Background: an optimization exercise with open tools, aiming at small area, a short achievable clock period and few clock cycles per item. Do not read the settings as production practice. The RTL was checked by simulation tests, not by an equivalence proof against the original design. No activity file was given, so power comes from the tool's default toggle rates.

==> flow/run.sh <==
#!/bin/bash
# The standard layout (standard.sh, unchanged synthesis and steps), except
#  - the input and output ports are buffered with buf_2 cells instead of the
#    default port buffer cell;
#  - clock tree synthesis does not add dummy loads to the clock tree leaves,
#    and clusters up to 24 registers (80 um across) per leaf buffer.
# Full make output goes to standard.log; ORFS's per-step logs stay in orfs/logs.
set -uo pipefail
export BUFFER_PORTS_ARGS="-buffer_cell sky130_fd_sc_hd__buf_2"
export CTS_ARGS="-sink_clustering_enable -repair_clock_nets -dont_use_dummy_load -sink_clustering_size 24 -sink_clustering_max_diameter 80"
bash standard.sh > standard.log 2>&1
==> standard.sh <==
#!/bin/bash
# synth_recipe.tcl (not shown) runs the flow's synth.tcl, then flattens the netlist and writes it again
# the make line also repeats each setting of config.mk as NAME=value (left out here)
make -C /OpenROAD-flow-scripts/flow DESIGN_CONFIG=/design/flow/config.mk WORK_HOME=/design/flow/orfs CLKGATE_MAP_FILE= SYNTH_SCRIPT=/design/flow/synth_recipe.tcl "${@:-finish}"
==> config.mk <==
export PLATFORM = sky130hd
export DESIGN_NAME = dz16_rs_dec
export DESIGN_NICKNAME = dz16_rs_dec
export VERILOG_FILES = /design/flow/design.v
export SDC_FILE = /design/flow/constraint.sdc
export NUM_CORES = 4
export LEC_CHECK = 0
export CAP_MARGIN = 10
export CORE_MARGIN = 2
export CORE_UTILIZATION = 40
export SETUP_SLACK_MARGIN = 5
export SLEW_MARGIN = 10
==> constraint.sdc <==
create_clock -name core_clock -period 10.0 [get_ports {clk}]
set_input_delay 2.0000 -clock core_clock [delete_from_list [all_inputs] [get_ports {clk}]]
set_output_delay 2.0000 -clock core_clock [all_outputs]
set_load 0.01 [all_outputs]
==> design.v <==
module dz16_rs_dec (
    input             clk,
    input             rst,         
    input             in_valid,
    output            in_ready,
    input      [63:0] in_data,
    output            out_valid,
    input             out_ready,
    output     [63:0] out_data,
    output            out_last,
    output     [1:0]  out_status   
);
    localparam [1:0] ST_CLEAN = 2'd0, ST_CORR = 2'd1, ST_UNCORR = 2'd2, ST_POISON = 2'd3;
    localparam integer NROW = 12;
    localparam [63:0] POISON_S = 64'h917fe9c4ff071064;
    function [7:0] gf_mul(input [7:0] a, input [7:0] b);
        integer i;
        reg [7:0] p, aa;
        begin
            p  = 8'd0;
            aa = a;
            for (i = 0; i < 8; i = i + 1) begin
                if (b[i]) p = p ^ aa;
                aa = {aa[6:0], 1'b0} ^ (aa[7] ? 8'h1D : 8'h00);
            end
            gf_mul = p;
        end
    endfunction
    localparam [3:0] LAM = 4'hf;
    function [3:0] g16_mul(input [3:0] a, input [3:0] b);
        integer i;
        reg [3:0] p, aa;
        begin
            p  = 4'd0;
            aa = a;
            for (i = 0; i < 4; i = i + 1) begin
                if (b[i]) p = p ^ aa;
                aa = {aa[2:0], 1'b0} ^ (aa[3] ? 4'h3 : 4'h0);
            end
            g16_mul = p;
        end
    endfunction
    function [7:0] cm(input [7:0] a, input [7:0] b);
        reg [3:0] m0, m1, m2;
        begin
            m0 = g16_mul(a[3:0], b[3:0]);
            m1 = g16_mul(a[7:4], b[7:4]);
            m2 = g16_mul(a[3:0] ^ a[7:4], b[3:0] ^ b[7:4]);
            cm = {m2 ^ m0, m0 ^ g16_mul(LAM, m1)};
        end
    endfunction
    function [7:0] csq(input [7:0] a);
        reg [3:0] h, l;
        begin
            h = g16_mul(a[7:4], a[7:4]);
            l = g16_mul(a[3:0], a[3:0]);
            csq = {h, l ^ g16_mul(LAM, h)};
        end
    endfunction
    function [3:0] g16_inv(input [3:0] a);
        begin
            case (a)
            4'h0: g16_inv = 4'h0;
            4'h1: g16_inv = 4'h1;
            4'h2: g16_inv = 4'h9;
            4'h3: g16_inv = 4'he;
            4'h4: g16_inv = 4'hd;
            4'h5: g16_inv = 4'hb;
            4'h6: g16_inv = 4'h7;
            4'h7: g16_inv = 4'h6;
            4'h8: g16_inv = 4'hf;
            4'h9: g16_inv = 4'h2;
            4'ha: g16_inv = 4'hc;
            4'hb: g16_inv = 4'h5;
            4'hc: g16_inv = 4'ha;
            4'hd: g16_inv = 4'h4;
            4'he: g16_inv = 4'h3;
            4'hf: g16_inv = 4'h8;
            default: g16_inv = 4'h0;
            endcase
        end
    endfunction
    function cmember(input [7:0] a);
        begin
            case (a)
            8'h01, 8'h02, 8'h03, 8'h04, 8'h08, 8'h13, 8'h17, 8'h18, 8'h1a, 8'h23, 8'h26, 8'h27, 8'h29, 8'h30, 8'h31, 8'h32, 8'h33, 8'h34, 8'h36, 8'h3e, 8'h40, 8'h41, 8'h44, 8'h46, 8'h48, 8'h4c, 8'h4e, 8'h52, 8'h56, 8'h57, 8'h5d, 8'h60, 8'h62, 8'h64, 8'h66, 8'h6b, 8'h6c, 8'h6f, 8'h71, 8'h72, 8'h78, 8'h7a, 8'h80, 8'h82, 8'h83, 8'h88, 8'h89, 8'h8b, 8'h8c, 8'h95, 8'h9a, 8'ha1, 8'ha4, 8'ha5, 8'ha9, 8'hb3, 8'hb9, 8'hba, 8'hc0, 8'hc4, 8'hc5, 8'hc8, 8'hcb, 8'hcd, 8'hd5, 8'he2, 8'he3, 8'he4, 8'he7, 8'hf8, 8'hfb, 8'hfe: cmember = 1'b1;
            default: cmember = 1'b0;
            endcase
        end
    endfunction
    function [7:0] cqsolve(input [7:0] a);
        begin
            cqsolve = 8'h00;
            if (a[0]) cqsolve = cqsolve ^ 8'h06;
            if (a[1]) cqsolve = cqsolve ^ 8'h0a;
            if (a[2]) cqsolve = cqsolve ^ 8'h08;
            if (a[3]) cqsolve = cqsolve ^ 8'h14;
            if (a[4]) cqsolve = cqsolve ^ 8'h78;
            if (a[5]) cqsolve = cqsolve ^ 8'ha7;
            if (a[6]) cqsolve = cqsolve ^ 8'h95;
            if (a[7]) cqsolve = cqsolve ^ 8'h52;
        end
    endfunction
    function [7:0] to_z(input [7:0] a);
        begin
            to_z = 8'h00;
            if (a[0]) to_z = to_z ^ 8'h41;
            if (a[1]) to_z = to_z ^ 8'h51;
            if (a[2]) to_z = to_z ^ 8'h24;
            if (a[3]) to_z = to_z ^ 8'hb0;
            if (a[4]) to_z = to_z ^ 8'hb7;
            if (a[5]) to_z = to_z ^ 8'hff;
            if (a[6]) to_z = to_z ^ 8'h82;
            if (a[7]) to_z = to_z ^ 8'ha2;
        end
    endfunction
    function [7:0] to_poly(input [7:0] a);
        begin
            to_poly = 8'h00;
            if (a[0]) to_poly = to_poly ^ 8'h01;
            if (a[1]) to_poly = to_poly ^ 8'h98;
            if (a[2]) to_poly = to_poly ^ 8'h4e;
            if (a[3]) to_poly = to_poly ^ 8'h0a;
            if (a[4]) to_poly = to_poly ^ 8'h8a;
            if (a[5]) to_poly = to_poly ^ 8'h16;
            if (a[6]) to_poly = to_poly ^ 8'h02;
            if (a[7]) to_poly = to_poly ^ 8'h2d;
        end
    endfunction
    function [7:0] lanes(input [7:0] z);
        integer j;
        for (j = 0; j < 8; j = j + 1)
            lanes[j] = (z == (8'h80 >> j));
    endfunction
    function [7:0] zstep(input [7:0] z);
        zstep = gf_mul(z, 8'h1d);
    endfunction
    function [7:0] cinv(input [7:0] a);
        reg [3:0] d, di;
        begin
            d  = g16_mul(a[3:0], a[3:0] ^ a[7:4]) ^ g16_mul(LAM, g16_mul(a[7:4], a[7:4]));
            di = g16_inv(d);
            cinv = {g16_mul(a[7:4], di), g16_mul(a[3:0] ^ a[7:4], di)};
        end
    endfunction
    reg  [3:0]   in_beat;
    reg  [63:0]  synd;
    reg  [63:0]  ring   [0:NROW-1];
    reg          rvalid [0:NROW-1];
    reg  [3:0]   hdiff;
    reg          at_head;      
    reg  [3:0]   used;
    reg          sv;           
    reg          a_valid;      
    reg          a2_valid;     
    reg          b_valid;      
    reg          cur_valid;    
    reg  [2:0]   out_beat;
    reg         o_valid;
    reg  [63:0] o_data;
    wire take      = o_valid & cur_valid & out_ready;
    wire offer     = at_head & rvalid[NROW-1];
    wire adv       = at_head & (pop | ~rvalid[NROW-1]);
    wire free_tap  = at_head ? (~rvalid[NROW-1] | pop)
                             : (~rvalid[NROW-1] & ({1'b0, NROW[3:0]} - {1'b0, hdiff} >= {1'b0, used}));
    wire pop       = offer & (~o_valid | take);
    wire is_check  = (in_beat == 4'd8);
    assign in_ready = is_check ? (~b_valid & (~rvalid[NROW-1] | pop)) : free_tap;
    wire in_take   = in_valid & in_ready;
    wire push      = in_take & ~is_check;
    wire [63:0] sm = (in_beat == 4'd0) ? 64'd0 : synd;
    wire [63:0] synd_next;
    wire sy_t0 = in_data[61] ^ in_data[62];
    wire sy_t1 = in_data[58] ^ sy_t0;
    wire sy_t2 = in_data[52] ^ in_data[53];
    wire sy_t3 = in_data[5] ^ in_data[14];
    wire sy_t4 = in_data[2] ^ in_data[13];
    wire sy_t5 = in_data[21] ^ in_data[26];
    wire sy_t6 = in_data[54] ^ in_data[55];
    wire sy_t7 = in_data[1] ^ in_data[35];
    wire sy_t8 = in_data[37] ^ in_data[45];
    wire sy_t9 = in_data[6] ^ in_data[46];
    wire sy_t10 = in_data[10] ^ in_data[50];
    wire sy_t11 = in_data[12] ^ in_data[22];
    wire sy_t12 = in_data[18] ^ in_data[30];
    wire sy_t13 = in_data[34] ^ in_data[38];
    wire sy_t14 = in_data[3] ^ in_data[31];
    wire sy_t15 = in_data[29] ^ in_data[39];
    wire sy_t16 = in_data[25] ^ in_data[36];
    wire sy_t17 = in_data[41] ^ in_data[51];
    wire sy_t18 = in_data[60] ^ sy_t1;
    wire sy_t19 = in_data[16] ^ in_data[61];
    wire sy_t20 = in_data[11] ^ in_data[19];
    wire sy_t21 = in_data[27] ^ in_data[43];
    wire sy_t22 = in_data[8] ^ in_data[40];
    wire sy_t23 = in_data[20] ^ in_data[28];
    wire sy_t24 = in_data[15] ^ in_data[23];
    wire sy_t25 = in_data[33] ^ in_data[44];
    wire sy_t26 = in_data[24] ^ in_data[48];
    wire sy_t27 = in_data[4] ^ in_data[7];
    wire sy_t28 = in_data[9] ^ in_data[17];
    wire sy_t29 = in_data[32] ^ in_data[42];
    wire sy_t30 = in_data[47] ^ sy_t4;
    wire sy_t31 = in_data[49] ^ in_data[63];
    wire sy_t32 = sy_t5 ^ sy_t9;
    wire sy_t33 = sy_t2 ^ sy_t23;
    wire sy_t34 = in_data[12] ^ sy_t7;
    wire sy_t35 = sy_t6 ^ sy_t16;
    wire sy_t36 = in_data[57] ^ in_data[59];
    wire sy_t37 = in_data[0] ^ in_data[51];
    wire sy_t38 = in_data[42] ^ sy_t3;
    wire sy_t39 = sy_t8 ^ sy_t13;
    wire sy_t40 = in_data[59] ^ sy_t0;
    wire sy_t41 = sy_t14 ^ sy_t24;
    wire sy_t42 = in_data[60] ^ sy_t36;
    wire sy_t43 = sy_t10 ^ sy_t18;
    wire sy_t44 = in_data[2] ^ in_data[15];
    wire sy_t45 = in_data[56] ^ sy_t19;
    wire sy_t46 = in_data[44] ^ sy_t12;
    wire sy_t47 = sy_t15 ^ sy_t17;
    wire sy_t48 = in_data[18] ^ in_data[28];
    wire sy_t49 = in_data[27] ^ in_data[47];
    wire sy_t50 = in_data[34] ^ in_data[46];
    wire sy_t51 = in_data[21] ^ sy_t20;
    wire sy_t52 = sy_t6 ^ sy_t21;
    wire sy_t53 = in_data[30] ^ sy_t11;
    wire sy_t54 = in_data[37] ^ sy_t27;
    wire sy_t55 = in_data[49] ^ sy_t22;
    wire sy_t56 = in_data[23] ^ sy_t25;
    wire sy_t57 = in_data[9] ^ sy_t29;
    wire sy_t58 = in_data[5] ^ in_data[13];
    wire sy_t59 = in_data[25] ^ in_data[43];
    wire sy_t60 = in_data[7] ^ in_data[26];
    wire sy_t61 = in_data[31] ^ in_data[45];
    wire sy_t62 = in_data[40] ^ in_data[50];
    wire sy_t63 = sm[58] ^ sm[60];
    wire sy_t64 = sy_t21 ^ sy_t28;
    wire sy_t65 = in_data[16] ^ sy_t2;
    wire sy_t66 = in_data[17] ^ sy_t15;
    wire sy_t67 = in_data[48] ^ sy_t31;
    wire sy_t68 = sy_t38 ^ sy_t39;
    wire sy_t69 = in_data[61] ^ sy_t42;
    wire sy_t70 = sy_t25 ^ sy_t30;
    wire sy_t71 = in_data[29] ^ in_data[53];
    wire sy_t72 = in_data[36] ^ in_data[54];
    wire sy_t73 = in_data[22] ^ in_data[54];
    wire sy_t74 = in_data[38] ^ in_data[63];
    wire sy_t75 = in_data[1] ^ in_data[55];
    wire sy_t76 = in_data[6] ^ in_data[15];
    wire sy_t77 = in_data[0] ^ in_data[8];
    wire sy_t78 = in_data[19] ^ in_data[41];
    wire sy_t79 = in_data[11] ^ in_data[20];
    wire sy_t80 = in_data[5] ^ in_data[38];
    wire sy_t81 = in_data[11] ^ in_data[55];
    wire sy_t82 = in_data[27] ^ in_data[42];
    wire sy_t83 = in_data[10] ^ in_data[22];
    wire sy_t84 = sm[59] ^ sm[61];
    wire sy_t85 = in_data[51] ^ sy_t3;
    wire sy_t86 = in_data[49] ^ sy_t16;
    wire sy_t87 = in_data[4] ^ sy_t14;
    wire sy_t88 = in_data[53] ^ sy_t5;
    wire sy_t89 = in_data[32] ^ sy_t10;
    wire sy_t90 = in_data[33] ^ sy_t17;
    wire sy_t91 = in_data[39] ^ sy_t26;
    wire sy_t92 = sy_t56 ^ sy_t61;
    wire sy_t93 = sy_t19 ^ sy_t53;
    wire sy_t94 = in_data[24] ^ sy_t18;
    wire sy_t95 = sy_t11 ^ sy_t43;
    wire sy_t96 = in_data[4] ^ in_data[29];
    wire sy_t97 = in_data[13] ^ in_data[35];
    wire sy_t98 = sm[8] ^ sm[12];
    wire sy_t99 = in_data[34] ^ sm[15];
    wire sy_t100 = in_data[39] ^ in_data[62];
    wire sy_t101 = in_data[3] ^ in_data[37];
    wire sy_t102 = in_data[6] ^ in_data[19];
    wire sy_t103 = in_data[13] ^ in_data[20];
    wire sy_t104 = in_data[40] ^ in_data[48];
    wire sy_t105 = in_data[52] ^ sm[19];
    wire sy_t106 = in_data[8] ^ in_data[36];
    wire sy_t107 = sm[24] ^ sm[27];
    wire sy_t108 = in_data[5] ^ in_data[23];
    wire sy_t109 = sm[32] ^ sm[39];
    wire sy_t110 = in_data[28] ^ in_data[41];
    wire sy_t111 = sm[40] ^ sm[41];
    wire sy_t112 = in_data[25] ^ in_data[54];
    wire sy_t113 = sm[49] ^ sm[52];
    wire sy_t114 = sm[50] ^ sm[53];
    wire sy_t115 = sm[51] ^ sm[54];
    wire sy_t116 = in_data[0] ^ sy_t22;
    wire sy_t117 = sy_t8 ^ sy_t58;
    wire sy_t118 = sy_t8 ^ sy_t9;
    wire sy_t119 = in_data[52] ^ sy_t59;
    wire sy_t120 = sm[13] ^ sy_t3;
    wire sy_t121 = sm[14] ^ sy_t13;
    wire sy_t122 = in_data[16] ^ sy_t20;
    wire sy_t123 = in_data[50] ^ sy_t29;
    wire sy_t124 = sy_t7 ^ sy_t28;
    wire sy_t125 = sy_t11 ^ sy_t44;
    wire sy_t126 = in_data[43] ^ sy_t2;
    wire sy_t127 = in_data[9] ^ sy_t48;
    wire sy_t128 = sy_t37 ^ sy_t50;
    wire sy_t129 = sy_t2 ^ sy_t27;
    wire sy_t130 = sy_t12 ^ sy_t83;
    wire sy_t131 = sm[56] ^ sy_t63;
    wire sy_t132 = sm[62] ^ sy_t84;
    wire sy_t133 = sy_t32 ^ sy_t33;
    wire sy_t134 = in_data[7] ^ sy_t85;
    wire sy_t135 = in_data[31] ^ sy_t46;
    wire sy_t136 = sy_t15 ^ sy_t30;
    wire sy_t137 = sy_t1 ^ sy_t10;
    wire sy_t138 = in_data[10] ^ sy_t45;
    wire sy_t139 = in_data[24] ^ sy_t35;
    wire sy_t140 = sm[18] ^ sy_t47;
    wire sy_t141 = sy_t80 ^ sy_t125;
    wire sy_t142 = sy_t31 ^ sy_t40;
    wire sy_t143 = in_data[4] ^ sy_t45;
    wire sy_t144 = sy_t1 ^ sy_t37;
    wire sy_t145 = in_data[18] ^ sy_t54;
    wire sy_t146 = sy_t4 ^ sy_t68;
    wire sy_t147 = in_data[14] ^ in_data[62];
    wire sy_t148 = in_data[22] ^ in_data[47];
    wire sy_t149 = in_data[17] ^ in_data[42];
    wire sy_t150 = in_data[44] ^ sm[11];
    wire sy_t151 = in_data[0] ^ in_data[3];
    wire sy_t152 = in_data[17] ^ in_data[37];
    wire sy_t153 = in_data[31] ^ sm[17];
    wire sy_t154 = in_data[16] ^ in_data[19];
    wire sy_t155 = sm[28] ^ sm[29];
    wire sy_t156 = in_data[6] ^ in_data[29];
    wire sy_t157 = in_data[40] ^ sm[25];
    wire sy_t158 = in_data[1] ^ in_data[45];
    wire sy_t159 = in_data[33] ^ in_data[48];
    wire sy_t160 = in_data[49] ^ sm[33];
    wire sy_t161 = in_data[36] ^ sm[34];
    wire sy_t162 = in_data[32] ^ sm[35];
    wire sy_t163 = in_data[47] ^ in_data[52];
    wire sy_t164 = in_data[33] ^ in_data[41];
    wire sy_t165 = in_data[28] ^ in_data[34];
    wire sy_t166 = sm[43] ^ sm[45];
    wire sy_t167 = sm[40] ^ sm[46];
    wire sy_t168 = in_data[26] ^ in_data[39];
    wire sy_t169 = in_data[37] ^ sm[48];
    wire sy_t170 = in_data[11] ^ in_data[40];
    wire sy_t171 = in_data[33] ^ sm[63];
    wire sy_t172 = in_data[21] ^ sy_t26;
    wire sy_t173 = in_data[63] ^ sy_t24;
    wire sy_t174 = sy_t12 ^ sy_t71;
    wire sy_t175 = sy_t17 ^ sy_t96;
    wire sy_t176 = sy_t9 ^ sy_t23;
    wire sy_t177 = in_data[35] ^ sy_t60;
    wire sy_t178 = sm[12] ^ sy_t97;
    wire sy_t179 = in_data[26] ^ sy_t7;
    wire sy_t180 = sy_t16 ^ sy_t27;
    wire sy_t181 = sy_t23 ^ sy_t77;
    wire sy_t182 = in_data[30] ^ sy_t104;
    wire sy_t183 = in_data[46] ^ sy_t29;
    wire sy_t184 = in_data[62] ^ sy_t49;
    wire sy_t185 = sy_t12 ^ sy_t21;
    wire sy_t186 = in_data[44] ^ sy_t26;
    wire sy_t187 = in_data[14] ^ sy_t7;
    wire sy_t188 = in_data[17] ^ sy_t19;
    wire sy_t189 = sm[30] ^ sy_t24;
    wire sy_t190 = sm[27] ^ sy_t17;
    wire sy_t191 = in_data[53] ^ sy_t3;
    wire sy_t192 = in_data[43] ^ sy_t6;
    wire sy_t193 = sm[37] ^ sy_t161;
    wire sy_t194 = sy_t44 ^ sy_t102;
    wire sy_t195 = in_data[23] ^ sy_t81;
    wire sy_t196 = sy_t82 ^ sy_t164;
    wire sy_t197 = sy_t5 ^ sy_t8;
    wire sy_t198 = sy_t22 ^ sy_t111;
    wire sy_t199 = in_data[49] ^ sy_t165;
    wire sy_t200 = sm[41] ^ sy_t4;
    wire sy_t201 = in_data[32] ^ sy_t3;
    wire sy_t202 = sy_t7 ^ sy_t79;
    wire sy_t203 = in_data[2] ^ sy_t114;
    wire sy_t204 = in_data[27] ^ sy_t115;
    wire sy_t205 = sy_t28 ^ sy_t72;
    wire sy_t206 = sy_t20 ^ sy_t113;
    wire sy_t207 = in_data[10] ^ sy_t76;
    wire sy_t208 = sm[57] ^ sy_t13;
    wire sy_t209 = sy_t71 ^ sy_t117;
    wire sy_t210 = sy_t40 ^ sy_t52;
    wire sy_t211 = sy_t41 ^ sy_t51;
    wire sy_t212 = in_data[3] ^ sy_t34;
    wire sy_t213 = sy_t25 ^ sy_t51;
    wire sy_t214 = sy_t33 ^ sy_t64;
    wire sy_t215 = sm[9] ^ sy_t119;
    wire sy_t216 = sy_t98 ^ sy_t120;
    wire sy_t217 = sy_t55 ^ sy_t59;
    wire sy_t218 = sy_t65 ^ sy_t99;
    wire sy_t219 = in_data[34] ^ sy_t118;
    wire sy_t220 = sy_t40 ^ sy_t65;
    wire sy_t221 = sy_t77 ^ sy_t89;
    wire sy_t222 = sy_t34 ^ sy_t122;
    wire sy_t223 = sy_t19 ^ sy_t42;
    wire sy_t224 = sy_t26 ^ sy_t90;
    wire sy_t225 = sy_t32 ^ sy_t49;
    wire sy_t226 = sy_t57 ^ sy_t105;
    wire sy_t227 = sy_t13 ^ sy_t47;
    wire sy_t228 = sy_t29 ^ sy_t33;
    wire sy_t229 = sy_t30 ^ sy_t86;
    wire sy_t230 = sy_t62 ^ sy_t190;
    wire sy_t231 = in_data[31] ^ sy_t91;
    wire sy_t232 = sy_t55 ^ sy_t109;
    wire sy_t233 = sm[36] ^ sy_t41;
    wire sy_t234 = sy_t14 ^ sy_t66;
    wire sy_t235 = sy_t46 ^ sy_t67;
    wire sy_t236 = sy_t197 ^ sy_t198;
    wire sy_t237 = sy_t32 ^ sy_t35;
    wire sy_t238 = sy_t41 ^ sy_t200;
    wire sy_t239 = in_data[61] ^ sy_t129;
    wire sy_t240 = sy_t73 ^ sy_t137;
    wire sy_t241 = sy_t86 ^ sy_t214;
    wire sy_t242 = sy_t121 ^ sy_t136;
    wire sy_t243 = sy_t37 ^ sy_t92;
    wire sy_t244 = sy_t39 ^ sy_t139;
    wire sy_t245 = sy_t140 ^ sy_t226;
    wire sy_t246 = sm[16] ^ sy_t141;
    wire sy_t247 = sy_t126 ^ sy_t227;
    wire sy_t248 = in_data[19] ^ sy_t69;
    wire sy_t249 = sy_t70 ^ sy_t107;
    wire sy_t250 = sy_t5 ^ sy_t134;
    wire sy_t251 = sy_t12 ^ sy_t143;
    wire sy_t252 = sy_t18 ^ sy_t26;
    wire sy_t253 = sm[55] ^ sy_t70;
    wire sy_t254 = in_data[13] ^ sy_t145;
    wire sy_t255 = sy_t94 ^ sy_t218;
    wire sy_t256 = sy_t95 ^ sy_t133;
    assign synd_next[0] = in_data[32] ^ sm[0] ^ sy_t45 ^ sy_t116 ^ sy_t172 ^ sy_t209;
    assign synd_next[1] = sm[1] ^ sy_t46 ^ sy_t72 ^ sy_t96 ^ sy_t146 ^ sy_t256;
    assign synd_next[2] = in_data[30] ^ in_data[38] ^ sm[2] ^ sy_t9 ^ sy_t73 ^ sy_t147;
    assign synd_next[3] = in_data[30] ^ in_data[53] ^ sm[3] ^ sy_t15 ^ sy_t74 ^ sy_t97 ^ sy_t118 ^ sy_t134 ^ sy_t148 ^ sy_t210 ^ sy_t211;
    assign synd_next[4] = in_data[36] ^ sm[4] ^ sy_t6 ^ sy_t27 ^ sy_t68 ^ sy_t135 ^ sy_t136 ^ sy_t173 ^ sy_t256;
    assign synd_next[5] = sm[5] ^ sy_t32 ^ sy_t146 ^ sy_t174 ^ sy_t240;
    assign synd_next[6] = sm[6] ^ sy_t69 ^ sy_t117 ^ sy_t175 ^ sy_t212 ^ sy_t213 ^ sy_t241;
    assign synd_next[7] = in_data[21] ^ in_data[61] ^ sm[7] ^ sy_t209;
    assign synd_next[8] = sy_t53 ^ sy_t54 ^ sy_t75 ^ sy_t138 ^ sy_t176 ^ sy_t211 ^ sy_t215 ^ sy_t216 ^ sy_t242;
    assign synd_next[9] = in_data[51] ^ sm[10] ^ sy_t25 ^ sy_t76 ^ sy_t149 ^ sy_t177 ^ sy_t217 ^ sy_t255;
    assign synd_next[10] = in_data[8] ^ in_data[17] ^ in_data[23] ^ sy_t3 ^ sy_t53 ^ sy_t87 ^ sy_t88 ^ sy_t100 ^ sy_t150 ^ sy_t178;
    assign synd_next[11] = in_data[44] ^ sy_t35 ^ sy_t48 ^ sy_t64 ^ sy_t78 ^ sy_t173 ^ sy_t179 ^ sy_t216 ^ sy_t219 ^ sy_t220 ^ sy_t221;
    assign synd_next[12] = in_data[18] ^ in_data[26] ^ sm[11] ^ sm[13] ^ sy_t22 ^ sy_t31 ^ sy_t38 ^ sy_t64 ^ sy_t73 ^ sy_t178 ^ sy_t180 ^ sy_t243 ^ sy_t255;
    assign synd_next[13] = in_data[10] ^ in_data[30] ^ in_data[47] ^ in_data[55] ^ sm[15] ^ sy_t1 ^ sy_t44 ^ sy_t66 ^ sy_t98 ^ sy_t101 ^ sy_t121 ^ sy_t133 ^ sy_t150 ^ sy_t217 ^ sy_t222;
    assign synd_next[14] = in_data[6] ^ sy_t24 ^ sy_t99 ^ sy_t120 ^ sy_t123 ^ sy_t215 ^ sy_t223 ^ sy_t224;
    assign synd_next[15] = in_data[21] ^ sm[10] ^ sm[12] ^ sy_t79 ^ sy_t87 ^ sy_t93 ^ sy_t119 ^ sy_t242;
    assign synd_next[16] = sm[20] ^ sm[21] ^ sy_t20 ^ sy_t124 ^ sy_t135 ^ sy_t138 ^ sy_t140 ^ sy_t181 ^ sy_t225 ^ sy_t244;
    assign synd_next[17] = in_data[23] ^ sm[22] ^ sy_t43 ^ sy_t102 ^ sy_t103 ^ sy_t151 ^ sy_t182 ^ sy_t245;
    assign synd_next[18] = in_data[16] ^ sm[23] ^ sy_t48 ^ sy_t60 ^ sy_t105 ^ sy_t106 ^ sy_t152 ^ sy_t183 ^ sy_t184 ^ sy_t246;
    assign synd_next[19] = in_data[1] ^ in_data[8] ^ in_data[24] ^ in_data[54] ^ sm[20] ^ sy_t48 ^ sy_t57 ^ sy_t142 ^ sy_t153 ^ sy_t213 ^ sy_t247;
    assign synd_next[20] = in_data[47] ^ in_data[48] ^ sm[18] ^ sy_t43 ^ sy_t74 ^ sy_t90 ^ sy_t116 ^ sy_t152 ^ sy_t185 ^ sy_t228;
    assign synd_next[21] = in_data[5] ^ in_data[15] ^ in_data[45] ^ sy_t1 ^ sy_t35 ^ sy_t50 ^ sy_t154 ^ sy_t177 ^ sy_t186 ^ sy_t245;
    assign synd_next[22] = in_data[50] ^ sm[19] ^ sy_t47 ^ sy_t55 ^ sy_t127 ^ sy_t246 ^ sy_t248;
    assign synd_next[23] = sy_t8 ^ sy_t17 ^ sy_t81 ^ sy_t153 ^ sy_t180 ^ sy_t187 ^ sy_t188 ^ sy_t225;
    assign synd_next[24] = in_data[14] ^ sy_t10 ^ sy_t21 ^ sy_t88 ^ sy_t143 ^ sy_t155 ^ sy_t183 ^ sy_t189 ^ sy_t212 ^ sy_t244 ^ sy_t249;
    assign synd_next[25] = in_data[18] ^ sm[31] ^ sy_t43 ^ sy_t101 ^ sy_t107 ^ sy_t156 ^ sy_t157 ^ sy_t229 ^ sy_t250;
    assign synd_next[26] = in_data[24] ^ sm[26] ^ sm[28] ^ sy_t4 ^ sy_t11 ^ sy_t23 ^ sy_t81 ^ sy_t92 ^ sy_t100 ^ sy_t124 ^ sy_t128 ^ sy_t157;
    assign synd_next[27] = in_data[7] ^ in_data[35] ^ sm[26] ^ sy_t9 ^ sy_t16 ^ sy_t26 ^ sy_t30 ^ sy_t74 ^ sy_t82 ^ sy_t155 ^ sy_t220 ^ sy_t230;
    assign synd_next[28] = in_data[52] ^ sm[28] ^ sy_t31 ^ sy_t34 ^ sy_t60 ^ sy_t94 ^ sy_t108 ^ sy_t219 ^ sy_t230;
    assign synd_next[29] = in_data[6] ^ in_data[22] ^ in_data[43] ^ sm[29] ^ sy_t14 ^ sy_t35 ^ sy_t57 ^ sy_t62 ^ sy_t79 ^ sy_t144 ^ sy_t191 ^ sy_t249;
    assign synd_next[30] = in_data[4] ^ in_data[5] ^ in_data[50] ^ sm[25] ^ sy_t28 ^ sy_t34 ^ sy_t69 ^ sy_t176 ^ sy_t189 ^ sy_t229 ^ sy_t231;
    assign synd_next[31] = sm[26] ^ sm[31] ^ sy_t13 ^ sy_t51 ^ sy_t52 ^ sy_t56 ^ sy_t93 ^ sy_t158 ^ sy_t221;
    assign synd_next[32] = in_data[21] ^ sy_t33 ^ sy_t50 ^ sy_t57 ^ sy_t61 ^ sy_t70 ^ sy_t78 ^ sy_t187 ^ sy_t192 ^ sy_t232 ^ sy_t251;
    assign synd_next[33] = in_data[25] ^ sm[39] ^ sy_t8 ^ sy_t50 ^ sy_t95 ^ sy_t122 ^ sy_t159 ^ sy_t160 ^ sy_t181 ^ sy_t233;
    assign synd_next[34] = in_data[24] ^ sy_t46 ^ sy_t52 ^ sy_t123 ^ sy_t147 ^ sy_t193 ^ sy_t194 ^ sy_t234;
    assign synd_next[35] = sm[38] ^ sy_t20 ^ sy_t34 ^ sy_t58 ^ sy_t62 ^ sy_t142 ^ sy_t162 ^ sy_t163 ^ sy_t243;
    assign synd_next[36] = in_data[43] ^ sy_t27 ^ sy_t95 ^ sy_t109 ^ sy_t128 ^ sy_t162 ^ sy_t195 ^ sy_t235;
    assign synd_next[37] = sm[33] ^ sm[35] ^ sy_t20 ^ sy_t66 ^ sy_t103 ^ sy_t129 ^ sy_t158 ^ sy_t196 ^ sy_t232 ^ sy_t233 ^ sy_t240;
    assign synd_next[38] = in_data[2] ^ in_data[9] ^ in_data[14] ^ in_data[27] ^ in_data[32] ^ sy_t51 ^ sy_t69 ^ sy_t91 ^ sy_t92 ^ sy_t130 ^ sy_t160 ^ sy_t193;
    assign synd_next[39] = in_data[38] ^ in_data[49] ^ sm[34] ^ sm[35] ^ sm[38] ^ sy_t30 ^ sy_t38 ^ sy_t110 ^ sy_t174 ^ sy_t179 ^ sy_t188 ^ sy_t192;
    assign synd_next[40] = sm[42] ^ sm[45] ^ sy_t47 ^ sy_t52 ^ sy_t108 ^ sy_t138 ^ sy_t186 ^ sy_t228 ^ sy_t236;
    assign synd_next[41] = sm[46] ^ sy_t54 ^ sy_t64 ^ sy_t135 ^ sy_t148 ^ sy_t166 ^ sy_t194 ^ sy_t199 ^ sy_t252;
    assign synd_next[42] = in_data[9] ^ in_data[53] ^ sm[47] ^ sy_t55 ^ sy_t100 ^ sy_t141 ^ sy_t167 ^ sy_t196 ^ sy_t237;
    assign synd_next[43] = in_data[18] ^ in_data[20] ^ in_data[45] ^ sm[44] ^ sm[47] ^ sy_t20 ^ sy_t21 ^ sy_t40 ^ sy_t67 ^ sy_t75 ^ sy_t85 ^ sy_t87 ^ sy_t111 ^ sy_t123;
    assign synd_next[44] = in_data[0] ^ in_data[4] ^ sm[42] ^ sm[44] ^ sy_t6 ^ sy_t43 ^ sy_t78 ^ sy_t149 ^ sy_t168 ^ sy_t235 ^ sy_t238;
    assign synd_next[45] = in_data[38] ^ sy_t104 ^ sy_t130 ^ sy_t144 ^ sy_t166 ^ sy_t238 ^ sy_t241;
    assign synd_next[46] = sm[42] ^ sy_t32 ^ sy_t38 ^ sy_t75 ^ sy_t106 ^ sy_t159 ^ sy_t167 ^ sy_t185 ^ sy_t223 ^ sy_t234;
    assign synd_next[47] = in_data[38] ^ in_data[41] ^ sm[43] ^ sm[47] ^ sy_t91 ^ sy_t112 ^ sy_t201 ^ sy_t202 ^ sy_t236 ^ sy_t239;
    assign synd_next[48] = in_data[12] ^ in_data[42] ^ sy_t62 ^ sy_t101 ^ sy_t113 ^ sy_t139 ^ sy_t203 ^ sy_t247 ^ sy_t251;
    assign synd_next[49] = in_data[0] ^ sm[49] ^ sy_t14 ^ sy_t28 ^ sy_t60 ^ sy_t110 ^ sy_t146 ^ sy_t195 ^ sy_t204 ^ sy_t252;
    assign synd_next[50] = in_data[6] ^ in_data[20] ^ in_data[62] ^ sm[50] ^ sy_t34 ^ sy_t41 ^ sy_t65 ^ sy_t169 ^ sy_t182 ^ sy_t205 ^ sy_t253;
    assign synd_next[51] = in_data[5] ^ sm[51] ^ sy_t10 ^ sy_t11 ^ sy_t22 ^ sy_t67 ^ sy_t110 ^ sy_t156 ^ sy_t169 ^ sy_t206 ^ sy_t210;
    assign synd_next[52] = in_data[4] ^ in_data[10] ^ sy_t18 ^ sy_t67 ^ sy_t72 ^ sy_t82 ^ sy_t88 ^ sy_t108 ^ sy_t114 ^ sy_t127 ^ sy_t170;
    assign synd_next[53] = in_data[29] ^ in_data[52] ^ in_data[55] ^ sy_t5 ^ sy_t41 ^ sy_t49 ^ sy_t80 ^ sy_t115 ^ sy_t124 ^ sy_t137 ^ sy_t145 ^ sy_t203 ^ sy_t224;
    assign synd_next[54] = in_data[1] ^ in_data[41] ^ sm[48] ^ sy_t22 ^ sy_t35 ^ sy_t42 ^ sy_t54 ^ sy_t93 ^ sy_t168 ^ sy_t204 ^ sy_t207 ^ sy_t253;
    assign synd_next[55] = in_data[29] ^ sm[55] ^ sy_t7 ^ sy_t44 ^ sy_t93 ^ sy_t106 ^ sy_t126 ^ sy_t128 ^ sy_t201 ^ sy_t206;
    assign synd_next[56] = in_data[56] ^ sm[63] ^ sy_t10 ^ sy_t34 ^ sy_t90 ^ sy_t131 ^ sy_t132 ^ sy_t170 ^ sy_t199 ^ sy_t237 ^ sy_t239;
    assign synd_next[57] = in_data[39] ^ sy_t9 ^ sy_t24 ^ sy_t52 ^ sy_t83 ^ sy_t94 ^ sy_t116 ^ sy_t131 ^ sy_t202 ^ sy_t208 ^ sy_t254;
    assign synd_next[58] = in_data[11] ^ in_data[33] ^ in_data[34] ^ in_data[45] ^ sm[57] ^ sy_t2 ^ sy_t57 ^ sy_t84 ^ sy_t130 ^ sy_t131 ^ sy_t184 ^ sy_t250;
    assign synd_next[59] = in_data[20] ^ sy_t4 ^ sy_t63 ^ sy_t66 ^ sy_t78 ^ sy_t112 ^ sy_t132 ^ sy_t142 ^ sy_t172 ^ sy_t191 ^ sy_t208;
    assign synd_next[60] = in_data[12] ^ in_data[40] ^ sm[56] ^ sm[62] ^ sy_t18 ^ sy_t33 ^ sy_t74 ^ sy_t75 ^ sy_t154 ^ sy_t171 ^ sy_t231 ^ sy_t254;
    assign synd_next[61] = in_data[49] ^ sm[57] ^ sm[60] ^ sm[62] ^ sy_t39 ^ sy_t49 ^ sy_t58 ^ sy_t76 ^ sy_t87 ^ sy_t89 ^ sy_t112 ^ sy_t127 ^ sy_t144 ^ sy_t222;
    assign synd_next[62] = sm[61] ^ sy_t11 ^ sy_t63 ^ sy_t68 ^ sy_t88 ^ sy_t151 ^ sy_t171 ^ sy_t205 ^ sy_t207 ^ sy_t248;
    assign synd_next[63] = in_data[8] ^ in_data[25] ^ in_data[61] ^ sy_t28 ^ sy_t32 ^ sy_t56 ^ sy_t89 ^ sy_t103 ^ sy_t132 ^ sy_t163 ^ sy_t175;
    wire [7:0] s0 = synd[7:0],   s1 = synd[15:8],  s2 = synd[23:16], s3 = synd[31:24];
    wire [7:0] a_det = cm(s0, s2) ^ csq(s1);
    wire [7:0] a_A   = cm(s0, s3) ^ cm(s1, s2);
    wire [7:0] a_B   = cm(s1, s3) ^ csq(s2);
    wire       a_case2 = (a_det != 8'd0);
    wire [7:0] a_U   = a_case2 ? a_det : s0;
    wire [7:0] a_V   = a_case2 ? a_A : s1;
    wire [7:0] a_W   = a_case2 ? a_B : 8'd0;
    wire [63:0] hs = ring[2];
    reg  [7:0]  r1_U, r1_V, r1_W;
    reg         r1_clean, r1_poison, r1_case2, r1_Anz, r1_S0nz;
    reg  [7:0]  ra_invU, ra_invV;
    wire [7:0] b_s0 = hs[7:0],   b_s1 = hs[15:8],  b_s2 = hs[23:16], b_s3 = hs[31:24];
    wire [7:0] b_s4 = hs[39:32], b_s5 = hs[47:40], b_s6 = hs[55:48], b_s7 = hs[63:56];
    wire [7:0] sig1 = cm(r1_V, ra_invU);
    wire [7:0] sig2 = cm(r1_W, ra_invU);
    wire [7:0] rho  = cm(r1_U, ra_invV);
    wire [7:0] e2 = b_s4 ^ cm(sig1, b_s3) ^ cm(sig2, b_s2);
    wire [7:0] e3 = b_s5 ^ cm(sig1, b_s4) ^ cm(sig2, b_s3);
    wire [7:0] e4 = b_s6 ^ cm(sig1, b_s5) ^ cm(sig2, b_s4);
    wire [7:0] e5 = b_s7 ^ cm(sig1, b_s6) ^ cm(sig2, b_s5);
    wire       ver_ok = ({e2, e3, e4, e5} == 32'd0);
    wire [7:0] qc   = cm(sig2, csq(rho));
    wire       qtr  = ^(qc & 8'h80);
    reg  [7:0]  rb_sig1, rb_w0, rb_s1rho, rb_s0;
    reg         rb_ok1, rb_ok2, rb_case2, rb_clean, rb_poison;
    wire [7:0] x1   = rb_case2 ? cm(rb_sig1, rb_w0) : rb_sig1;
    wire [7:0] x2   = x1 ^ rb_sig1;
    wire [7:0] y1   = rb_case2 ? (rb_s1rho ^ cm(rb_s0, rb_w0 ^ 8'h01)) : rb_s0;
    wire [7:0] y2   = y1 ^ rb_s0;
    wire       ok1  = rb_ok1 & cmember(x1);
    wire       ok2  = rb_ok2 & cmember(x1) & cmember(x2);
    wire [1:0] c_next_status = rb_clean ? ST_CLEAN : rb_poison ? ST_POISON
                             : (ok1 | ok2) ? ST_CORR : ST_UNCORR;
    reg  [1:0] c_status;
    reg  [7:0] c_z1, c_z2, c_y1, c_y2;
    reg  [7:0] c_m1, c_m2;      
    wire       load_cur = b_valid & (~cur_valid | (take & (out_beat == 3'd7)));
    assign out_valid  = o_valid & cur_valid;
    assign out_last   = (out_beat == 3'd7);
    assign out_status = c_status;
    reg [63:0] odata;
    integer oj;
    always @* begin
        odata = o_data;
        for (oj = 0; oj < 8; oj = oj + 1) begin
            if (c_m1[oj]) odata[8*oj +: 8] = odata[8*oj +: 8] ^ c_y1;
            if (c_m2[oj]) odata[8*oj +: 8] = odata[8*oj +: 8] ^ c_y2;
        end
        if (c_status[1])
            odata = 64'd0;
    end
    assign out_data = odata;
    integer ri;
    always @(posedge clk) begin
        ring[0]  <= push ? in_data : ring[NROW-1];
        ring[1]  <= sv ? synd : ring[0];
        for (ri = 1; ri < NROW; ri = ri + 1) begin
            if (ri > 1)
                ring[ri] <= ring[ri-1];
            rvalid[ri] <= rvalid[ri-1];
        end
        rvalid[0] <= push | (rvalid[NROW-1] & ~pop);
        if (pop)
            o_data <= ring[NROW-1];
        if (in_take)
            synd <= synd_next;
        if (sv) begin
            r1_U      <= a_U;
            r1_V      <= a_V;
            r1_W      <= a_W;
            r1_clean  <= (synd == 64'd0);
            r1_poison <= (synd == POISON_S);
            r1_case2  <= a_case2;
            r1_Anz    <= (a_A != 8'd0);
            r1_S0nz   <= (s0 != 8'd0);
        end
        ra_invU   <= cinv(r1_U);
        ra_invV   <= cinv(r1_V);
        if (a2_valid) begin
            rb_sig1   <= sig1;
            rb_w0     <= cqsolve(qc);
            rb_s1rho  <= cm(b_s1, rho);
            rb_s0     <= b_s0;
            rb_ok1    <= ~r1_case2 & r1_S0nz & ~r1_Anz & ver_ok;
            rb_ok2    <= r1_case2 & r1_Anz & ~qtr & ver_ok;
            rb_case2  <= r1_case2;
            rb_clean  <= r1_clean;
            rb_poison <= r1_poison;
        end
        if (load_cur) begin
            c_status <= c_next_status;
            c_z1     <= to_z(x1);
            c_z2     <= rb_case2 ? to_z(x2) : 8'd0;
            c_m1     <= lanes(to_z(x1));
            c_m2     <= rb_case2 ? lanes(to_z(x2)) : 8'd0;
            c_y1     <= to_poly(y1);
            c_y2     <= rb_case2 ? to_poly(y2) : 8'd0;
        end else if (take) begin
            c_z1     <= zstep(c_z1);
            c_z2     <= zstep(c_z2);
            c_m1     <= lanes(zstep(c_z1));
            c_m2     <= lanes(zstep(c_z2));
        end
        if (rst) begin
            in_beat   <= 4'd0;
            for (ri = 0; ri < NROW; ri = ri + 1)
                rvalid[ri] <= 1'b0;
            hdiff     <= 4'd0;
            o_valid   <= 1'b0;
            at_head   <= 1'b1;
            used      <= 4'd0;
            sv        <= 1'b0;
            a_valid   <= 1'b0;
            a2_valid  <= 1'b0;
            b_valid   <= 1'b0;
            cur_valid <= 1'b0;
            out_beat  <= 3'd0;
        end else begin
            if (in_take)
                in_beat <= is_check ? 4'd0 : in_beat + 4'd1;
            if (pop)
                o_valid <= 1'b1;
            else if (take)
                o_valid <= 1'b0;
            if (at_head) begin
                hdiff   <= (rvalid[NROW-1] & ~pop) ? NROW - 1 : 4'd0;
                at_head <= ~(rvalid[NROW-1] & ~pop);
            end else begin
                hdiff   <= hdiff - 4'd1;
                at_head <= (hdiff == 4'd1);
            end
            if (push)
                used <= at_head ? NROW : NROW - hdiff + 4'd1;
            else if (adv && used != 4'd0)
                used <= used - 4'd1;
            sv      <= in_take & is_check;
            a_valid  <= sv;
            a2_valid <= a_valid;
            if (a2_valid)
                b_valid <= 1'b1;
            else if (load_cur)
                b_valid <= 1'b0;
            if (load_cur)
                cur_valid <= 1'b1;
            else if (take & (out_beat == 3'd7))
                cur_valid <= 1'b0;
            if (take)
                out_beat <= out_beat + 3'd1;
        end
    end
endmodule
==> flow_summary_export.csv, run 1 <==
group,metric,value,unit
synthesis,synth_top_area_share,27.6,%
die,dieWidth,389,µm
clock_network,numCtsBuffers,66,
timing,setup_viol,0,
synthesis,synth_top_cell_by_area,"dfxtp_1",
synthesis,syn_nets,6248,
synthesis,yosysWarningCount,3,
worst_hold_path,hold_path.class,"reg2reg",
timing,rsz0062_at_grt,"yes",
clock_network,cts-htree-levels,3,
grt,grt_max_degree,65,
die,rows,141,
grt,grt-ovfl-total,0,
timing,fin_crit_sh,49.2,%
place,numPortBuffers,136,
synthesis,synth.most_common_cell,"xnor2_1",
clock_network,clockBufferDepth,3,
worst_setup_path,startpoint_type,"input pin",
pwr,peakVddDrop,0.698,mV
clock_network,cts_tree,"built",
worst_setup_path,critPathMaxFanout,8,
die,start_util,40.3,%
routing,vias,42592,
timing,setup_tns,0,ns
synthesis,synthArstFlopShare,0,%
grt,grt_pass1_wl,282000,µm
synthesis,synth.area.top_cells,"dfxtp_1, xnor2_1, edfxtp_1",
pwr,p_total,0.0218,W
cells_and_area,drive_gt1_share,11.4,%
timing,finalClockSkew,0.0967,ns
worst_setup_path,path_cells,"buf_2 > nand2_4 > nand2_1 > nand2_1 > nand2_1 > o21ai_1 > a21oi_2 > buf_2",
routing,initialDrtViolationCount,4559,
worst_setup_path,endpoint_kind,"output pin",
die,core,0.147,mm²
timing,hold_viol_final,0,
timing,fin_ws,5.08,ns
routing,drt-pass1-iter-count,6,
clock_network,clkLatencyLatePin,0.69,ns
timing,drv_slew,0,
grt,antenna_found_initial,19,
place,hpwl,149000,µm
place,place_ws,4.20,ns
synthesis,syn_inst,6115,
synthesis,synth_seq_area_share,39.9,%
synthesis,synth_edf_count,243,
place,placed_cell_area,0.0616,mm²
worst_setup_path,cpMaxStageDelayCell,"a21oi_2",
die,pin_count,137,
synthesis,ys_top_cells_by_count,"xnor2_1, dfxtp_1, nand2_1, xor2_1, nor2_1",
clock_network,cts_hold_buffers,0,
routing,detail_route.wl_per_cell,24.5,µm
die,dieArea,0.152,mm²
clock_network,clock-sinks,1061,
worst_setup_path,worstPathRequired,8.00,ns
grt,grt_pass1_vias,39787,
cells_and_area,nets,6276,
clock_network,clkTransAtPathRegs,0.09,ns
synthesis,syn_avg_cell_area,9.71,µm²
routing,wl,198000,µm
pwr,power_per_cell_area,337,mW/mm²
synthesis,ys_ff_latch,1061,
place,gp_congestion,0.997,
clock_network,root_buffer,"clkbuf_16",
worst_setup_path,slowest_delay,0.17,ns
grt,grt_usage,25.4,%
synthesis,synth_cell_types,92,
routing,ant_nets,0,
worst_setup_path,cp_common_cell,"nand2_1",
run,max-cap-violations,0,
run_status,status,"timing/DRC/antenna clean",
die,die_y,389,µm
timing,fin_crit,4.92,ns
pwr,leakagePower,24.5,nW
synthesis,synthFlopType,"dfxtp_1",
synthesis,netlist_area,0.0594,mm²
cells_and_area,area_growth_syn_to_layout,9.20,%
timing,max_freq,0.203,GHz
timing,tightest_slew,1.29,ns
cells_and_area,final_area,0.0648,mm²
routing,via_per_inst,5.27,
timing,relSlewSlack,13.6,%
worst_setup_path,cp.arrival,2.92,ns
worst_setup_path,crit_type,"in2out",
routing,drc,0,
placed cells by master (no fill, tap or decap), types with 9 or more instances in the layout:
master,count
xnor2_1,1498
dfxtp_1,808
nand2_1,804
xor2_1,495
nor2_1,464
edfxtp_1,243
buf_4,187
mux2_2,160
o21ai_0,155
a21oi_1,140
buf_2,136
inv_1,92
clkbuf_16,66
mux2i_1,64
xnor3_1,62
ha_1,60
nor2b_1,59
nor3_1,53
nand3_1,48
a22oi_1,47
nand2b_1,46
xnor2_2,42
o22ai_1,31
nor4_1,20
and2_1,20
nand4_1,19
a31oi_1,18
xor2_2,17
nor3b_1,16
xnor2_4,14
and3_1,14
o221ai_1,13
a221oi_1,12
a21o_1,11
o211ai_1,11
or3_1,10
a211oi_1,10
o21ai_1,9
xor2_4,9
logic make-up (layout without fill, tap and decap cells):
group | after synthesis | after routing | share of synthesized area, %
AO/OA/AOI/OAI | 523 | 523 | 5.45
XOR/XNOR | 2157 | 2157 | 34.3
adder cells (fa/ha/maj) | 65 | 65 | 1.37
buffers and inverters | 470 | 496 | 3.22
flip-flops | 1061 | 1061 | 39.9
multiplexers | 229 | 229 | 4.26
other | 0 | 4 | 0
AND/OR/NAND/NOR | 1610 | 1610 | 11.5
flip-flops by register name (all words and copies together) (netlist names), 12 cells and up:
| name | cells |
|---|---|
| rvalid | 12 |
| ring | 768 |
| o_data | 64 |
| synd | 64 |
metrics by stage:
step	hold slack, ns	cells	utilization [%]
detailed placement	0.312	7899	41.8
floorplan	0.310	6115	-
global route	0.256	8072	44.0
global placement	0.310	7899	41.8
finish	0.268	8075	44.0
CTS	0.263	7994	43.2
critical path, delay by kind of cell:
kind,cells,cell delay [ns]
AND/OR/NAND/NOR,4,0.39
AO/OA/AOI/OAI,2,0.26
buffers and inverters,2,0.27
path summary, 6_finish.rpt:
check             cells after the start        start     endpoint  slack [ns]
setup / recovery                      8    out_ready     in_ready        5.08
hold / removal                        0  ring[3][12]  ring[4][12]        0.27
setup reg to reg                     16   rb_sig1[2]  c_status[1]        5.13
hold reg to reg                       0  ring[3][12]  ring[4][12]        0.27
area by class of cell:
type,instances,area [µm²]
Fill cell,14106,82600
Multi-Input combinational cell,4584,34500
Sequential cell,1061,23700
Tap cell,1930,2410
Timing Repair Buffer,333,2250
Clock buffer,66,1650
Inverter,97,369
Antenna cell,4,10.0
routing by layer:
layer  wire, µm  global-route usage (%)  part of all wire [%]  vias up
li1           -                       -                     -    19693
met1      85300                    35.6                    43    20551
met2      85000                    38.5                    43     1930
met3      17900                    4.61                   9.1      416
met4       9650                    10.4                   4.9        2
met5         12                       0                0.0061        -
where the power goes:
part | total [W] | internal (W) | leakage, nW | switching, W
registers | 0.00606 | 0.00543 | 9.14 | 0.000634
clock network | 0.00252 | 0.00117 | 0.813 | 0.00135
logic | 0.0132 | 0.00529 | 14.5 | 0.00796
repair_timing:
item / in CTS / in global routing
hold endpoints to repair: 0 / 0
gates resized for setup: 40 / 67
endpoints found under the setup margin: 28 / 24
pin swaps: 2 / 19
setup buffers: 29 / 77
Testbench counts, summed over its fixed seeds: cycles 17,376, items 1,920.
==> inputs of run 2 (changes only) <==
--- a/design.v
+++ b/design.v
@@ -127,11 +127,6 @@
             if (a[7]) to_poly = to_poly ^ 8'h2d;
         end
     endfunction
-    function [7:0] lanes(input [7:0] z);
-        integer j;
-        for (j = 0; j < 8; j = j + 1)
-            lanes[j] = (z == (8'h80 >> j));
-    endfunction
     function [7:0] zstep(input [7:0] z);
         zstep = gf_mul(z, 8'h1d);
     endfunction
@@ -527,7 +522,6 @@
                              : (ok1 | ok2) ? ST_CORR : ST_UNCORR;
     reg  [1:0] c_status;
     reg  [7:0] c_z1, c_z2, c_y1, c_y2;
-    reg  [7:0] c_m1, c_m2;      
     wire       load_cur = b_valid & (~cur_valid | (take & (out_beat == 3'd7)));
     assign out_valid  = o_valid & cur_valid;
     assign out_last   = (out_beat == 3'd7);
@@ -537,8 +531,8 @@
     always @* begin
         odata = o_data;
         for (oj = 0; oj < 8; oj = oj + 1) begin
-            if (c_m1[oj]) odata[8*oj +: 8] = odata[8*oj +: 8] ^ c_y1;
-            if (c_m2[oj]) odata[8*oj +: 8] = odata[8*oj +: 8] ^ c_y2;
+            if (c_z1 == (8'h80 >> oj)) odata[8*oj +: 8] = odata[8*oj +: 8] ^ c_y1;
+            if (c_z2 == (8'h80 >> oj)) odata[8*oj +: 8] = odata[8*oj +: 8] ^ c_y2;
         end
         if (c_status[1])
             odata = 64'd0;
@@ -585,15 +579,11 @@
             c_status <= c_next_status;
             c_z1     <= to_z(x1);
             c_z2     <= rb_case2 ? to_z(x2) : 8'd0;
-            c_m1     <= lanes(to_z(x1));
-            c_m2     <= rb_case2 ? lanes(to_z(x2)) : 8'd0;
             c_y1     <= to_poly(y1);
             c_y2     <= rb_case2 ? to_poly(y2) : 8'd0;
         end else if (take) begin
             c_z1     <= zstep(c_z1);
             c_z2     <= zstep(c_z2);
-            c_m1     <= lanes(zstep(c_z1));
-            c_m2     <= lanes(zstep(c_z2));
         end
         if (rst) begin
             in_beat   <= 4'd0;
--- a/config.mk
+++ b/config.mk
@@ -5,8 +5,8 @@
 export SDC_FILE = /design/flow/constraint.sdc
 export NUM_CORES = 4
 export LEC_CHECK = 0
-export CAP_MARGIN = 10
+export CAP_MARGIN = 20
 export CORE_MARGIN = 2
 export CORE_UTILIZATION = 40
 export SETUP_SLACK_MARGIN = 5
-export SLEW_MARGIN = 10
+export SLEW_MARGIN = 20
==> run 2 against run 1 <==
Net effect:
- worst setup slack worse by 0.048 ns
- first-iteration DRC count rose by 0.18%
- synthesized cell count shrank 1.0%
- core utilization grew 0.89 points
- clock power grew 2%
- sequential share of layout area fell by 0.99 points
- routed wire length increased by 1.6%
- power increased by 0.72%
- via count rose by 1.6%
- largest power group unchanged
==> flow_summary_export.csv, run 2 <==
group,metric,value,unit
run_status,status,"timing/DRC/antenna clean",
synthesis,synth_top_area_share,27.9,%
cells_and_area,regArea,0.0232,mm²
die,start_util,40.3,%
synthesis,synth_seq_area_share,39.6,%
cells_and_area,area_growth_syn_to_layout,11.4,%
clock_network,clockBufferDepth,3,
die,pin_count,137,
synthesis,synthArstFlopShare,0,%
pwr,p_total,0.0220,W
synthesis,yosysWarningCount,3,
pwr,power_per_cell_area,337,mW/mm²
worst_setup_path,crit_end,"rb_ok2",
routing,vias,43266,
synthesis,netlist_area,0.0586,mm²
clock_network,clkTransAtPathRegs,0.09,ns
place,gp_congestion,0.998,
cells_and_area,drive_gt1_share,13.3,%
timing,max_freq,0.201,GHz
timing,drv_slew,0,
grt,grt_usage,26.0,%
place,hpwl,150000,µm
synthesis,synth.area.top_cells,"dfxtp_1, xnor2_1, edfxtp_1",
place,numPortBuffers,136,
cells_and_area,top_register,"ring",
timing,tightest_slew,1.31,ns
grt,antenna_found_initial,32,
synthesis,synth_top_cell_by_area,"dfxtp_1",
cells_and_area,multi_input_area,0.0349,mm²
timing,rsz0062_at_grt,"yes",
cells_and_area,final_common_cell,"xnor2_1",
place,placed_cell_area,0.0611,mm²
worst_setup_path,critical_path.startpoint,"r1_V[1]",
cells_and_area,largest_reg_flops,768,
timing,fin_crit_sh,49.6,%
cells_and_area,layout_common_cells,"xnor2_1, dfxtp_1, nand2_1, xor2_1, nor2_1",
worst_setup_path,rr_startpoint,"r1_V[1]",
clock_network,cts-htree-levels,3,
clock_network,root_buffer,"clkbuf_16",
worst_setup_path,endpoint_kind,"register",
die,rows,140,
synthesis,syn_avg_cell_area,9.69,µm²
die,dieWidth,387,µm
clock_network,cts_tree,"built",
cells_and_area,fillers,13737,
cells_and_area,reg.largest.list,"ring (768), o_data (64), synd (64)",
routing,initialDrtViolationCount,4567,
worst_setup_path,critPathMaxFanout,7,
synthesis,syn_inst,6051,
grt,grt_pass1_vias,39609,
routing,detail_route.wl_per_cell,25.0,µm
timing,setup_viol,0,
run,max-cap-violations,0,
timing,setup_tns,0,ns
synthesis,synth_cell_types,83,
cells_and_area,nets,6260,
timing,whs,0.221,ns
synthesis,ys_ff_latch,1045,
routing,drc,0,
die,die_y,387,µm
worst_setup_path,cp.arrival,5.42,ns
grt,grt_pass1_wl,284000,µm
clock_network,clock-sinks,1045,
timing,fin_crit,4.96,ns
pwr,peakVddDrop,0.645,mV
worst_setup_path,startpoint_type,"register",
routing,ant_nets,0,
pwr,leakagePower,24.8,nW
worst_setup_path,rrSetupSlack,5.04,ns
synthesis,synthFlopType,"dfxtp_1",
routing,wl,201000,µm
cells_and_area,final_area,0.0653,mm²
grt,grt-ovfl-total,0,
routing,via_per_inst,5.37,
clock_network,numCtsBuffers,68,
timing,hold_viol_final,0,
cells_and_area,postLayoutCoreUtil,44.9,%
die,core,0.146,mm²
synthesis,synth.most_common_cell,"xnor2_1",
timing,finalClockSkew,0.113,ns
clock_network,clkLatencyLatePin,0.73,ns
worst_hold_path,hold_path.class,"reg2reg",
synthesis,syn_nets,6181,
worst_setup_path,rr_endpoint,"rb_ok2",
synthesis,ys_top_cells_by_count,"xnor2_1, dfxtp_1, nand2_1, xor2_1, nor2_1",
timing,relSlewSlack,12.8,%
worst_setup_path,crit_type,"reg2reg",
die,dieArea,0.150,mm²
synthesis,synth_edf_count,227,
grt,grt_max_degree,66,
worst_setup_path,reg2reg_depth,17,
routing,drt-pass1-iter-count,8,
worst_setup_path,worstPathRequired,10.45,ns
## run 2: cell count changes in the layout (fill, tap and decap cells not counted), moves of 55 or more
| cell | change |
|---|---|
| nand2_1 | -147 |
| nor2_1 | -95 |
| a21oi_1 | +82 |
| nand3_1 | +80 |
| xnor2_1 | -65 |
| and3_1 | +58 |
| xor2_1 | -55 |
## run 2: per-stage QoR
| stage | cells | setup slack, ns |
|---|---|---|
| 2_1_floorplan | 6051 | 5.07 |
| 3_3_place_gp | 7822 | 3.74 |
| 3_5_place_dp | 7822 | 3.74 |
| 4_1_cts | 7975 | 4.98 |
| 5_1_grt | 8045 | 4.90 |
| 6_report | 8050 | 5.04 |
## run 2: critical path, stage by stage (launching register included)
cell and delay (ns):
edfxtp_1 0.38, buf_4 0.20, xnor2_4 0.24, buf_4 0.18
nor2_1 0.06, xnor3_2 0.43, xnor2_4 0.18, buf_12 0.15
xnor2_4 0.26, nand2_1 0.12, xnor3_1 0.37, xnor3_1 0.39
xnor3_1 0.26, xnor3_1 0.42, or3_1 0.39, a222oi_1 0.37
nand4_1 0.14, nor3_1 0.18
## run 2: final cells by class
type | count | share of cell area, %
inverters | 89 | 0.521
well taps | 1917 | 3.67
repair buffers | 391 | 4.13
flip-flops and latches | 1045 | 35.5
clock buffers | 68 | 2.61
multi-input cells | 4535 | 53.5
diodes | 5 | 0.0192
## run 2: how the worst min path moves through the flow
stage / from / slack (ns) / to / cells past startpoint
after floorplan: ring[9][0] / 0.31 / ring[10][0] / 0
after global placement: ring[6][42] / 0.31 / ring[7][42] / 0
after detailed placement: ring[1][63] / 0.31 / ring[2][63] / 0
after CTS: ring[4][24] / 0.21 / ring[5][24] / 0
after global routing: ring[4][24] / 0.21 / ring[5][24] / 0
final: ring[4][24] / 0.22 / ring[5][24] / 0
## run 2: what timing repair did
item                                    4_1_cts  5_1_grt
gates cloned                                  2        1
hold buffers                                  0        0
endpoints found under the setup margin       16       14
setup buffers                                83       69
gates resized for setup                      86      101
pin swaps                                    21       40
## run 2: cells by family (layout without fill, tap and decap cells)
kind of cell             count (synthesis)  count (layout)  share of synthesized area, %
XOR/XNOR                              2064            2065                          33.3
AND/OR/NAND/NOR                       1572            1572                          12.0
flip-flops                            1045            1045                          39.6
AO/OA/AOI/OAI                          603             603                          6.25
buffers and inverters                  472             548                          3.11
multiplexers                           233             233                          4.38
adder cells (fa/ha/maj)                 62              62                          1.32
other                                    0               5                             0
## run 2: layer usage
metal / global-route usage [%] / vias to the layer above / part of all wire (%)
met5: 0 / - / 0.041
met4: 10.1 / 14 / 4.3
met3: 5.61 / 396 / 9.3
met2: 39.4 / 1948 / 43
met1: 36.0 / 20957 / 43
li1: - / 19951 / -
## run 2: power by group
part / switching [W] / total, W / internal, W
clock network: 0.00137 / 0.00257 / 0.00120
registers: 0.000638 / 0.00600 / 0.00536
logic: 0.00810 / 0.0134 / 0.00532
total: 0.0101 / 0.0220 / 0.0119
Testbench counts of run 2, summed over its fixed seeds: cycles 17,376, items 1,920.

re-timing with driven ports:
The flow's constraints put no driver on any port. The routed layouts listed below were extracted and timed again, unchanged, in two steps.
Step 1 sets driving cells, clkbuf_16 on the clock port and buf_2 on the other inputs (assumed; they add their load-dependent delay and slew).
Step 2 also shifts input and output timing later by t, the mid clock arrival at the registers, as if the neighbouring blocks saw the same clock.
Slacks: ideal ports / drivers / drivers and shift; pairs: ideal ports / drivers.
run | shift t [ns] | slack for setup (ns) | latest minus earliest clock arrival (ns) | worst data-port slew with drivers (ns)
run 1 | 0.721 | 5.084 / 5.055 / 4.473 | 0.100 / 0.099 | 0.07
run 2 | 0.736 | 5.035 / 5.035 / 4.430 | 0.135 / 0.135 | 0.09
After both steps every run listed still meets setup and hold. For run 1, which loses most, drivers alone change the setup slack by -0.029 ns; drivers and shift together by -0.611 ns.
